This design comes from an exercise in tuning for small area on the open sky130 flow, not from production work. In this exercise RTL edits were held to simulation tests only and were not proved equivalent to the original.

==> inputs of v10 <==
==> flow/design.v <==
module m_long_unit (
    input  wire        clk,
    input  wire        rst,         
    input  wire        issue,
    input  wire [1:0]  op,
    input  wire [63:0] a,
    input  wire [63:0] b,
    input  wire        dvs_we,      
    input  wire [8:0]  dvs_wdata,
    output wire        ready,
    output reg         done,
    output reg  [63:0] qt,
    output reg  [63:0] rm,
    output reg         rd_we,
    output reg  [63:0] rd_data,
    output wire [8:0]  dvs,
    output reg         fault,
    output reg  [1:0]  fault_cause
);
    function [6:0] lzc64(input [63:0] x);
        reg [63:0] v0;
        reg [31:0] v1; reg [31:0] c1;
        reg [15:0] v2; reg [31:0] c2;
        reg [7:0]  v3; reg [23:0] c3;
        reg [3:0]  v4; reg [15:0] c4;
        reg [1:0]  v5; reg [9:0]  c5;
        integer i;
        begin
            v0 = x;
            for (i = 0; i < 32; i = i + 1) begin
                v1[i] = v0[2*i+1] | v0[2*i];
                c1[i] = !v0[2*i+1];
            end
            for (i = 0; i < 16; i = i + 1) begin
                v2[i] = v1[2*i+1] | v1[2*i];
                c2[2*i +: 2] = v1[2*i+1] ? {1'b0, c1[2*i+1]} : {1'b1, c1[2*i]};
            end
            for (i = 0; i < 8; i = i + 1) begin
                v3[i] = v2[2*i+1] | v2[2*i];
                c3[3*i +: 3] = v2[2*i+1] ? {1'b0, c2[2*(2*i+1) +: 2]} : {1'b1, c2[2*(2*i) +: 2]};
            end
            for (i = 0; i < 4; i = i + 1) begin
                v4[i] = v3[2*i+1] | v3[2*i];
                c4[4*i +: 4] = v3[2*i+1] ? {1'b0, c3[3*(2*i+1) +: 3]} : {1'b1, c3[3*(2*i) +: 3]};
            end
            for (i = 0; i < 2; i = i + 1) begin
                v5[i] = v4[2*i+1] | v4[2*i];
                c5[5*i +: 5] = v4[2*i+1] ? {1'b0, c4[4*(2*i+1) +: 4]} : {1'b1, c4[4*(2*i) +: 4]};
            end
            if (!(v5[1] | v5[0]))
                lzc64 = 7'd64;
            else
                lzc64 = v5[1] ? {2'b00, c5[9:5]} : {2'b01, c5[4:0]};
        end
    endfunction
    function [63:0] xinc(input [63:0] x, input s, input c);
        reg z;
        integer i;
        begin
            z = 1'b0;
            for (i = 0; i < 64; i = i + 1) begin
                xinc[i] = x[i] ^ s ^ (c & !z);
                z = z | (x[i] ~^ s);
            end
        end
    endfunction
    reg        busy;
    reg        dz, ov, dinv, dcy, dzt;
    reg  [5:0] cnt;                  
    assign dvs   = {dzt, 3'b000, dcy, dinv, ov, dz, busy};
    assign ready = !busy || (cnt == 6'd0);
    wire accept  = issue && ready;
    wire finish  = busy && (cnt == 6'd0);
    wire mtdvs   = dvs_we && ready && !issue;
    wire is_div = !op[1];
    wire sgn    = (op == 2'd1);
    wire        na = sgn && a[63];
    wire        nb = sgn && b[63];
    wire [63:0] ax = a ^ {64{na}};       
    wire [63:0] bx = b ^ {64{nb}};
    wire        negq = na ^ nb;
    wire pa = na && !(|(ax[63:1] & ~ax[62:0]));
    wire pb = nb && !(|(bx[63:1] & ~bx[62:0]));
    wire [6:0] lz_a = lzc64(ax);
    wire [6:0] lz_b = lzc64(bx);
    wire [7:0] q_raw = {1'b0, lz_b} - {1'b0, lz_a} + {7'd0, pa} - {7'd0, pb} + 8'd1;
    wire [6:0] q     = q_raw[7] ? 7'd0 : q_raw[6:0];
    wire       bzero = (b == 64'd0);
    wire [4:0] s4    = (q + 7'd3) >> 2;           
    reg  [3:0] wsel;
    reg  [4:0] c3;
    integer u, mm, kk, lo, hi, best, bsel, best2, bsel2;
    always @* begin
        wsel = 4'd0;
        c3   = 5'd0;
        for (u = 1; u < 64; u = u + 1) begin
            best  = 99;
            bsel  = 0;
            best2 = 99;
            bsel2 = 0;
            lo    = 3 * ((u + 2) / 3);
            hi    = 15 + 3 * ((u + 3) / 4);
            if (hi > 63) hi = 63;
            for (mm = 0; mm < 16; mm = mm + 1) begin
                kk = (mm % 2) * 6 + ((mm / 2) % 2) * 21 + ((mm / 4) % 2) * 24 + ((mm / 8) % 2) * 33;
                if (kk >= lo && kk <= hi && kk < best) begin
                    best = kk;
                    bsel = mm;
                end
                if (kk > u && kk <= hi && kk < best2) begin
                    best2 = kk;
                    bsel2 = mm;
                end
            end
            if (best2 != 99) begin
                best = best2;
                bsel = bsel2;
            end
            if (q == u) begin
                wsel = bsel[3:0];
                c3   = best / 3;
            end
        end
    end
    wire       divs  = is_div && !bzero;
    wire       q64   = divs && q[6];
    wire [3:0] ws    = divs ? wsel : 4'd0;
    wire [4:0] cs    = divs ? c3 : 5'd0;
    wire [63:0] r1 = ws[0] ? {a[5:0],   a[63:6]}   : a;
    wire [63:0] r2 = ws[1] ? {r1[20:0], r1[63:21]} : r1;
    wire [63:0] r3 = ws[2] ? {r2[23:0], r2[63:24]} : r2;
    wire [63:0] rot = ws[3] ? {r3[32:0], r3[63:33]} : r3;
    wire [63:0] l1 = ws[0] ? 64'hFFFF_FFFF_FFFF_FFFF >> 6 : 64'hFFFF_FFFF_FFFF_FFFF;
    wire [63:0] l2 = ws[1] ? l1 >> 21 : l1;
    wire [63:0] l3 = ws[2] ? l2 >> 24 : l2;
    wire [63:0] lm = q64 ? 64'd0 : (ws[3] ? l3 >> 33 : l3);
    wire       d1    = (lz_b == 7'd63 && !pb) || (lz_b == 7'd64 && pb);
    wire       sp0   = na && d1;
    reg [5:0] lat;
    always @* begin
        if (is_div)
            lat = bzero ? 6'd6 : 6'd6 + {1'b0, s4};
        else
            lat = 6'd10;                 
    end
    reg        r_div, r_na, r_negq, r_bzero, r_bad, r_sub, r_dzt, r_ci, r_ov, r_q64;
    reg        r_sp;                 
    reg [4:0]  r_m;                  
    reg [63:0] rr;                   
    reg [63:0] nq;                   
    reg [63:0] dd;                   
    reg        dec_c;
    reg [4:0]  sleft;                
    wire [63:0] rs [0:3];
    wire [2:0]  qd;
    wire [3:0]  spc;
    wire [2:0]  zs;
    assign rs[0]  = rr;
    assign spc[0] = r_sp;
    genvar gk;
    generate
        for (gk = 0; gk < 3; gk = gk + 1) begin : g_st
            div_step u_st (.rin(rs[gk]), .nb(nq[63-gk]), .dd(dd), .ci(r_ci), .cm(r_na),
                           .rout(rs[gk+1]), .q(qd[2-gk]), .z(zs[gk]));
            assign spc[gk+1] = qd[2-gk] ? (spc[gk] & !nq[63-gk]) : zs[gk];
        end
    endgenerate
    reg  [7:0]  pair_sum;
    reg         pair_c;
    reg  [4:0]  ds;
    reg  [3:0]  bd;
    integer m;
    always @* begin
        pair_c = dec_c;
        for (m = 0; m < 2; m = m + 1) begin
            bd = r_sub ? (4'd9 - ~dd[4*m +: 4]) : ~dd[4*m +: 4];
            ds = {1'b0, rr[4*m +: 4]} + {1'b0, bd} + {4'd0, pair_c};
            if (ds > 5'd9) begin
                ds     = ds - 5'd10;
                pair_c = 1'b1;
            end else begin
                pair_c = 1'b0;
            end
            pair_sum[4*m +: 4] = ds[3:0];
        end
    end
    wire step = (sleft != 5'd0);
    wire [7:0] da = rr[7:0];
    wire [7:0] db = ~dd[7:0];
    wire       pbad = (da[3] & (da[2] | da[1])) | (da[7] & (da[6] | da[5])) |
                      (db[3] & (db[2] | db[1])) | (db[7] & (db[6] | db[5]));
    wire [4:0] pos  = 5'd16 - {sleft[3:0], 1'b0};       
    wire [4:0] m_nx = (|da[7:4] | |db[7:4]) ? pos + 5'd2 :
                      (|da[3:0] | |db[3:0]) ? pos + 5'd1 : r_m;
    wire       b_nx = r_bad | pbad;
    always @(posedge clk) begin
        if (rst) begin
            busy        <= 1'b0;
            cnt         <= 6'd0;
            sleft       <= 5'd0;
            done        <= 1'b0;
            rd_we       <= 1'b0;
            fault       <= 1'b0;
            fault_cause <= 2'd0;
            qt          <= 64'd0;
            rm          <= 64'd0;
            rd_data     <= 64'd0;
            dz          <= 1'b0;
            ov          <= 1'b0;
            dinv        <= 1'b0;
            dcy         <= 1'b0;
            dzt         <= 1'b0;
        end else begin
            done  <= 1'b0;
            rd_we <= 1'b0;
            fault <= 1'b0;
            if (busy && cnt != 6'd0)
                cnt <= cnt - 6'd1;
            if (step && !r_div && sleft == 5'd1 && !b_nx)
                cnt <= {m_nx, 1'b1};
            if (step)
                sleft <= sleft - 5'd1;
            if (finish) begin
                busy <= 1'b0;
                done <= 1'b1;
                if (r_div) begin
                    qt <= xinc(nq, r_bzero | (r_negq ^ (r_q64 & r_na)),
                               !r_bzero & (r_negq ^ (r_na & r_sp)));
                    if (r_bzero) begin
                        dz <= 1'b1;
                        if (r_dzt) begin
                            fault       <= 1'b1;
                            fault_cause <= 2'd1;
                        end
                    end
                    if (r_ov)
                        ov <= 1'b1;
                    rm <= (r_na && r_sp && !r_bzero) ? 64'd0 : rr;
                end else begin
                    if (r_bad) begin
                        dinv        <= 1'b1;
                        fault       <= 1'b1;
                        fault_cause <= 2'd2;
                    end else begin
                        rd_data <= rr;
                        rd_we   <= 1'b1;
                        dcy     <= r_sub ? !dec_c : dec_c;
                    end
                end
            end
            if (mtdvs) begin
                dz   <= dvs_wdata[1];
                ov   <= dvs_wdata[2];
                dinv <= dvs_wdata[3];
                dcy  <= dvs_wdata[4];
                dzt  <= dvs_wdata[8];
            end
            if (accept) begin
                busy    <= 1'b1;
                cnt     <= lat - 6'd1;
                sleft   <= is_div ? cs : 5'd8;
            end
        end
    end
    always @(posedge clk) begin
        if (accept) begin
            r_div   <= is_div;
            r_sub   <= op[0];
            r_na    <= na;
            r_negq  <= negq;
            r_q64   <= q64;
            r_sp    <= sp0;
            r_bzero <= bzero;
            r_bad   <= 1'b0;
            r_m     <= 5'd0;
            r_ov    <= q64 && na && nb;
            r_dzt   <= dzt;
            r_ci    <= !negq;
            rr      <= (rot & lm) | (~lm & {64{na}});
            nq      <= rot & ~lm;
            dd      <= b ^ {64{!negq}};
            dec_c   <= op[0];
        end else if (step) begin
            if (r_div) begin
                rr      <= rs[3];
                nq      <= {nq[60:0], qd};
                r_sp    <= spc[3];
            end else begin
                rr      <= {pair_sum, rr[63:8]};
                r_bad   <= b_nx;
                r_m     <= m_nx;
                dd      <= {8'hFF, dd[63:8]};
                dec_c   <= pair_c;
            end
        end
    end
endmodule
module bk65 (
    input  wire [64:0] p,
    input  wire [64:0] g,
    input  wire        cin,
    output wire [65:0] c
);
    wire [65*14-1:0] gu;
    wire [65*14-1:0] pu;
    assign gu[64:0] = {g[64:1], g[0] | (p[0] & cin)};
    assign pu[64:0] = p;
    genvar l, i;
    generate
        for (l = 0; l < 7; l = l + 1) begin : g_up
            for (i = 0; i < 65; i = i + 1) begin : g_b
                if (((i + 1) % (2 << l)) == 0) begin : g_n
                    assign gu[65*(l+1)+i] = gu[65*l+i] | (pu[65*l+i] & gu[65*l+i-(1<<l)]);
                    assign pu[65*(l+1)+i] = pu[65*l+i] & pu[65*l+i-(1<<l)];
                end else begin : g_w
                    assign gu[65*(l+1)+i] = gu[65*l+i];
                    assign pu[65*(l+1)+i] = pu[65*l+i];
                end
            end
        end
        for (l = 5; l >= 0; l = l - 1) begin : g_dn
            for (i = 0; i < 65; i = i + 1) begin : g_b
                if (i >= (3 << l) - 1 && ((i + 1 - (3 << l)) % (2 << l)) == 0) begin : g_n
                    assign gu[65*(13-l)+i] = gu[65*(12-l)+i] | (pu[65*(12-l)+i] & gu[65*(12-l)+i-(1<<l)]);
                    assign pu[65*(13-l)+i] = pu[65*(12-l)+i] & pu[65*(12-l)+i-(1<<l)];
                end else begin : g_w
                    assign gu[65*(13-l)+i] = gu[65*(12-l)+i];
                    assign pu[65*(13-l)+i] = pu[65*(12-l)+i];
                end
            end
        end
    endgenerate
    assign c = {gu[65*13 +: 65], cin};
endmodule
module div_step (
    input  wire [63:0] rin,
    input  wire        nb,
    input  wire [63:0] dd,
    input  wire        ci,
    input  wire        cm,           
    output wire [63:0] rout,
    output wire        q,
    output wire        z             
);
    wire [64:0] x = {rin, nb};
    wire [64:0] p = x ^ {!cm, dd};
    wire [64:0] g = x & {!cm, dd};
    wire [65:0] c;
    bk65 u_bk (.p(p), .g(g), .cin(ci), .c(c));
    wire [64:0] s = p ^ c[64:0];
    assign q    = c[65] ^ cm;
    assign z    = ~|s;
    assign rout = q ? s[63:0] : x[63:0];
endmodule
==> flow/flow/run.sh <==
#!/bin/bash
set -euo pipefail
bash standard.sh "BUFFER_PORTS_ARGS=-buffer_cell sky130_fd_sc_hd__buf_1" finish > standard_make.log 2>&1
==> flow/standard.sh <==
#!/bin/bash
# synth_recipe.tcl (not shown) runs the flow's synth.tcl, then flattens the netlist and writes it again
# the make line also repeats each setting of config.mk as NAME=value (left out here)
make -C /OpenROAD-flow-scripts/flow DESIGN_CONFIG=/design/flow/config.mk WORK_HOME=/design/flow/orfs CLKGATE_MAP_FILE= SYNTH_SCRIPT=/design/flow/synth_recipe.tcl "${@:-finish}"
==> flow/config.mk <==
export PLATFORM = sky130hd
export DESIGN_NAME = m_long_unit
export DESIGN_NICKNAME = m_long_unit
export VERILOG_FILES = /design/flow/design.v
export SDC_FILE = /design/flow/constraint.sdc
export NUM_CORES = 4
export LEC_CHECK = 0
export ABC_AREA = 1
export CAP_MARGIN = 20
export CORE_MARGIN = 2
export CORE_UTILIZATION = 50
export PLACE_DENSITY = 0.6
export SLEW_MARGIN = 20
==> flow/constraint.sdc <==
create_clock -name core_clock -period 16.0 [get_ports {clk}]
set_input_delay 3.2000 -clock core_clock [delete_from_list [all_inputs] [get_ports {clk}]]
set_output_delay 3.2000 -clock core_clock [all_outputs]
set_load 0.01 [all_outputs]
==> v11: changes against v10 <==
--- a/flow/design.v
+++ b/flow/design.v
@@ -53,14 +53,14 @@
                 lzc64 = v5[1] ? {2'b00, c5[9:5]} : {2'b01, c5[4:0]};
         end
     endfunction
-    function [63:0] xinc(input [63:0] x, input s, input c);
-        reg z;
+    function [63:0] cneg(input [63:0] x, input s);
+        reg o;
         integer i;
         begin
-            z = 1'b0;
+            o = 1'b0;
             for (i = 0; i < 64; i = i + 1) begin
-                xinc[i] = x[i] ^ s ^ (c & !z);
-                z = z | (x[i] ~^ s);
+                cneg[i] = x[i] ^ (s & o);
+                o = o | x[i];
             end
         end
     endfunction
@@ -78,7 +78,7 @@
     wire        nb = sgn && b[63];
     wire [63:0] ax = a ^ {64{na}};       
     wire [63:0] bx = b ^ {64{nb}};
-    wire        negq = na ^ nb;
+    wire [63:0] n  = cneg(a, na);
     wire pa = na && !(|(ax[63:1] & ~ax[62:0]));
     wire pb = nb && !(|(bx[63:1] & ~bx[62:0]));
     wire [6:0] lz_a = lzc64(ax);
@@ -89,32 +89,22 @@
     wire [4:0] s4    = (q + 7'd3) >> 2;           
     reg  [3:0] wsel;
     reg  [4:0] c3;
-    integer u, mm, kk, lo, hi, best, bsel, best2, bsel2;
+    integer u, mm, kk, lo, hi, best, bsel;
     always @* begin
         wsel = 4'd0;
         c3   = 5'd0;
         for (u = 1; u < 64; u = u + 1) begin
-            best  = 99;
-            bsel  = 0;
-            best2 = 99;
-            bsel2 = 0;
-            lo    = 3 * ((u + 2) / 3);
-            hi    = 15 + 3 * ((u + 3) / 4);
+            best = 99;
+            bsel = 0;
+            lo   = 3 * ((u + 2) / 3);
+            hi   = 15 + 3 * ((u + 3) / 4);
             if (hi > 63) hi = 63;
             for (mm = 0; mm < 16; mm = mm + 1) begin
-                kk = (mm % 2) * 6 + ((mm / 2) % 2) * 21 + ((mm / 4) % 2) * 24 + ((mm / 8) % 2) * 33;
+                kk = (mm % 2) * 6 + ((mm / 2) % 2) * 12 + ((mm / 4) % 2) * 15 + ((mm / 8) % 2) * 42;
                 if (kk >= lo && kk <= hi && kk < best) begin
                     best = kk;
                     bsel = mm;
                 end
-                if (kk > u && kk <= hi && kk < best2) begin
-                    best2 = kk;
-                    bsel2 = mm;
-                end
-            end
-            if (best2 != 99) begin
-                best = best2;
-                bsel = bsel2;
             end
             if (q == u) begin
                 wsel = bsel[3:0];
@@ -126,26 +116,36 @@
     wire       q64   = divs && q[6];
     wire [3:0] ws    = divs ? wsel : 4'd0;
     wire [4:0] cs    = divs ? c3 : 5'd0;
-    wire [63:0] r1 = ws[0] ? {a[5:0],   a[63:6]}   : a;
-    wire [63:0] r2 = ws[1] ? {r1[20:0], r1[63:21]} : r1;
-    wire [63:0] r3 = ws[2] ? {r2[23:0], r2[63:24]} : r2;
-    wire [63:0] rot = ws[3] ? {r3[32:0], r3[63:33]} : r3;
+    wire [63:0] r1 = ws[0] ? {n[5:0],   n[63:6]}   : n;
+    wire [63:0] r2 = ws[1] ? {r1[11:0], r1[63:12]} : r1;
+    wire [63:0] r3 = ws[2] ? {r2[14:0], r2[63:15]} : r2;
+    wire [63:0] rot = ws[3] ? {r3[41:0], r3[63:42]} : r3;
     wire [63:0] l1 = ws[0] ? 64'hFFFF_FFFF_FFFF_FFFF >> 6 : 64'hFFFF_FFFF_FFFF_FFFF;
-    wire [63:0] l2 = ws[1] ? l1 >> 21 : l1;
-    wire [63:0] l3 = ws[2] ? l2 >> 24 : l2;
-    wire [63:0] lm = q64 ? 64'd0 : (ws[3] ? l3 >> 33 : l3);
-    wire       d1    = (lz_b == 7'd63 && !pb) || (lz_b == 7'd64 && pb);
-    wire       sp0   = na && d1;
+    wire [63:0] l2 = ws[1] ? l1 >> 12 : l1;
+    wire [63:0] l3 = ws[2] ? l2 >> 15 : l2;
+    wire [63:0] lm = q64 ? 64'd0 : (ws[3] ? l3 >> 42 : l3);
+    reg        dec_bad;
+    reg [4:0]  sig_a, sig_b;
+    integer j;
+    always @* begin
+        dec_bad = 1'b0;
+        sig_a   = 5'd0;
+        sig_b   = 5'd0;
+        for (j = 0; j < 16; j = j + 1) begin
+            if (a[4*j +: 4] > 4'd9 || b[4*j +: 4] > 4'd9) dec_bad = 1'b1;
+            if (a[4*j +: 4] != 4'd0) sig_a = j[4:0] + 5'd1;
+            if (b[4*j +: 4] != 4'd0) sig_b = j[4:0] + 5'd1;
+        end
+    end
+    wire [4:0] sig_m = (sig_a > sig_b) ? sig_a : sig_b;
     reg [5:0] lat;
     always @* begin
         if (is_div)
             lat = bzero ? 6'd6 : 6'd6 + {1'b0, s4};
         else
-            lat = 6'd10;                 
+            lat = dec_bad ? 6'd10 : 6'd10 + {sig_m, 1'b0};
     end
-    reg        r_div, r_na, r_negq, r_bzero, r_bad, r_sub, r_dzt, r_ci, r_ov, r_q64;
-    reg        r_sp;                 
-    reg [4:0]  r_m;                  
+    reg        r_div, r_sgn, r_na, r_negq, r_bzero, r_bad, r_sub, r_dzt, r_ci;
     reg [63:0] rr;                   
     reg [63:0] nq;                   
     reg [63:0] dd;                   
@@ -153,16 +153,12 @@
     reg [4:0]  sleft;                
     wire [63:0] rs [0:3];
     wire [2:0]  qd;
-    wire [3:0]  spc;
-    wire [2:0]  zs;
-    assign rs[0]  = rr;
-    assign spc[0] = r_sp;
+    assign rs[0] = rr;
     genvar gk;
     generate
         for (gk = 0; gk < 3; gk = gk + 1) begin : g_st
-            div_step u_st (.rin(rs[gk]), .nb(nq[63-gk]), .dd(dd), .ci(r_ci), .cm(r_na),
-                           .rout(rs[gk+1]), .q(qd[2-gk]), .z(zs[gk]));
-            assign spc[gk+1] = qd[2-gk] ? (spc[gk] & !nq[63-gk]) : zs[gk];
+            div_step u_st (.rin(rs[gk]), .nb(nq[63-gk]), .dd(dd), .ci(r_ci),
+                           .rout(rs[gk+1]), .q(qd[2-gk]));
         end
     endgenerate
     reg  [7:0]  pair_sum;
@@ -185,14 +181,6 @@
         end
     end
     wire step = (sleft != 5'd0);
-    wire [7:0] da = rr[7:0];
-    wire [7:0] db = ~dd[7:0];
-    wire       pbad = (da[3] & (da[2] | da[1])) | (da[7] & (da[6] | da[5])) |
-                      (db[3] & (db[2] | db[1])) | (db[7] & (db[6] | db[5]));
-    wire [4:0] pos  = 5'd16 - {sleft[3:0], 1'b0};       
-    wire [4:0] m_nx = (|da[7:4] | |db[7:4]) ? pos + 5'd2 :
-                      (|da[3:0] | |db[3:0]) ? pos + 5'd1 : r_m;
-    wire       b_nx = r_bad | pbad;
     always @(posedge clk) begin
         if (rst) begin
             busy        <= 1'b0;
@@ -216,26 +204,25 @@
             fault <= 1'b0;
             if (busy && cnt != 6'd0)
                 cnt <= cnt - 6'd1;
-            if (step && !r_div && sleft == 5'd1 && !b_nx)
-                cnt <= {m_nx, 1'b1};
             if (step)
                 sleft <= sleft - 5'd1;
             if (finish) begin
                 busy <= 1'b0;
                 done <= 1'b1;
                 if (r_div) begin
-                    qt <= xinc(nq, r_bzero | (r_negq ^ (r_q64 & r_na)),
-                               !r_bzero & (r_negq ^ (r_na & r_sp)));
                     if (r_bzero) begin
+                        qt <= 64'hFFFF_FFFF_FFFF_FFFF;
                         dz <= 1'b1;
                         if (r_dzt) begin
                             fault       <= 1'b1;
                             fault_cause <= 2'd1;
                         end
+                    end else begin
+                        qt <= cneg(nq, r_negq);
+                        if (r_sgn && !r_negq && nq[63])
+                            ov <= 1'b1;
                     end
-                    if (r_ov)
-                        ov <= 1'b1;
-                    rm <= (r_na && r_sp && !r_bzero) ? 64'd0 : rr;
+                    rm <= cneg(rr, r_na);
                 end else begin
                     if (r_bad) begin
                         dinv        <= 1'b1;
@@ -265,30 +252,24 @@
     always @(posedge clk) begin
         if (accept) begin
             r_div   <= is_div;
+            r_sgn   <= sgn;
             r_sub   <= op[0];
             r_na    <= na;
-            r_negq  <= negq;
-            r_q64   <= q64;
-            r_sp    <= sp0;
+            r_negq  <= na ^ nb;
             r_bzero <= bzero;
-            r_bad   <= 1'b0;
-            r_m     <= 5'd0;
-            r_ov    <= q64 && na && nb;
+            r_bad   <= dec_bad;
             r_dzt   <= dzt;
-            r_ci    <= !negq;
-            rr      <= (rot & lm) | (~lm & {64{na}});
+            r_ci    <= !nb;
+            rr      <= rot & lm;
             nq      <= rot & ~lm;
-            dd      <= b ^ {64{!negq}};
+            dd      <= ~bx;
             dec_c   <= op[0];
         end else if (step) begin
             if (r_div) begin
                 rr      <= rs[3];
                 nq      <= {nq[60:0], qd};
-                r_sp    <= spc[3];
             end else begin
                 rr      <= {pair_sum, rr[63:8]};
-                r_bad   <= b_nx;
-                r_m     <= m_nx;
                 dd      <= {8'hFF, dd[63:8]};
                 dec_c   <= pair_c;
             end
@@ -337,18 +318,14 @@
     input  wire        nb,
     input  wire [63:0] dd,
     input  wire        ci,
-    input  wire        cm,           
     output wire [63:0] rout,
-    output wire        q,
-    output wire        z             
+    output wire        q
 );
     wire [64:0] x = {rin, nb};
-    wire [64:0] p = x ^ {!cm, dd};
-    wire [64:0] g = x & {!cm, dd};
+    wire [64:0] p = x ^ {1'b1, dd};
+    wire [64:0] g = x & {1'b1, dd};
     wire [65:0] c;
     bk65 u_bk (.p(p), .g(g), .cin(ci), .c(c));
-    wire [64:0] s = p ^ c[64:0];
-    assign q    = c[65] ^ cm;
-    assign z    = ~|s;
-    assign rout = q ? s[63:0] : x[63:0];
+    assign q    = c[65];
+    assign rout = q ? (p[63:0] ^ c[63:0]) : x[63:0];
 endmodule
==> flow/run.sh (new file) <==
#!/bin/bash
# synth_recipe.tcl (not shown) runs the flow's synth.tcl, then flattens the netlist and writes it again
# the make line also repeats each setting of config.mk as NAME=value (left out here)
make -C /OpenROAD-flow-scripts/flow DESIGN_CONFIG=/design/flow/config.mk WORK_HOME=/design/flow/orfs CLKGATE_MAP_FILE= SYNTH_SCRIPT=/design/flow/synth_recipe.tcl finish
--- a/flow/config.mk
+++ b/flow/config.mk
@@ -5,7 +5,6 @@
 export SDC_FILE = /design/flow/constraint.sdc
 export NUM_CORES = 4
 export LEC_CHECK = 0
-export ABC_AREA = 1
 export CAP_MARGIN = 20
 export CORE_MARGIN = 2
 export CORE_UTILIZATION = 50
removed: flow/flow/run.sh
removed: flow/standard.sh
==> summary of the runs <==
- v10 ran to the end with violations: negative setup slack. v11 passed the timing, design-rule and antenna checks.
- In v11 the synthesized area is larger than in v10, by about 9%.
- In v10 the die area is smaller than in v11, by about 8%.
- In v10 the fmax is smaller than in v11, by about 24%.
- Synthesized cell count is about the same in v11 and v10.
- Core utilization: v10 is higher than v11 (5.0 points).
- Against v10, the non-clock buffer count of v11 is lower by 432.
- Between v11 and v10, the lower flip-flop and latch count is in v11 (gap 7).

## port drivers added, routing unchanged
How much do the figures lean on ideal ports? The routed layouts below were timed once more, with nothing changed but the port constraints. Step 1, drivers: a clkbuf_16 drives clk and a buf_2 each remaining input, both assumed. Step 2 also shifts input and output timing later by t, the mid clock arrival at the registers, as if the neighbouring blocks saw the same clock. a / b / c = ideal ports / drivers / drivers and shift; a / b = the first two.
| run | shift t [ns] | slack for setup (ns) | worst data-port slew with drivers (ns) | pins driven straight from the clock port |
|---|---|---|---|---|
| v10 | 0.692 | -1.381 / -1.381 / -1.381 | 0.09 | 1 |
| v11 | 0.673 | 2.867 / 2.859 / 2.186 | 0.11 | 1 |
The setup slack of v11, which loses most, moves by -0.008 ns with the drivers and by -0.681 ns with both steps.
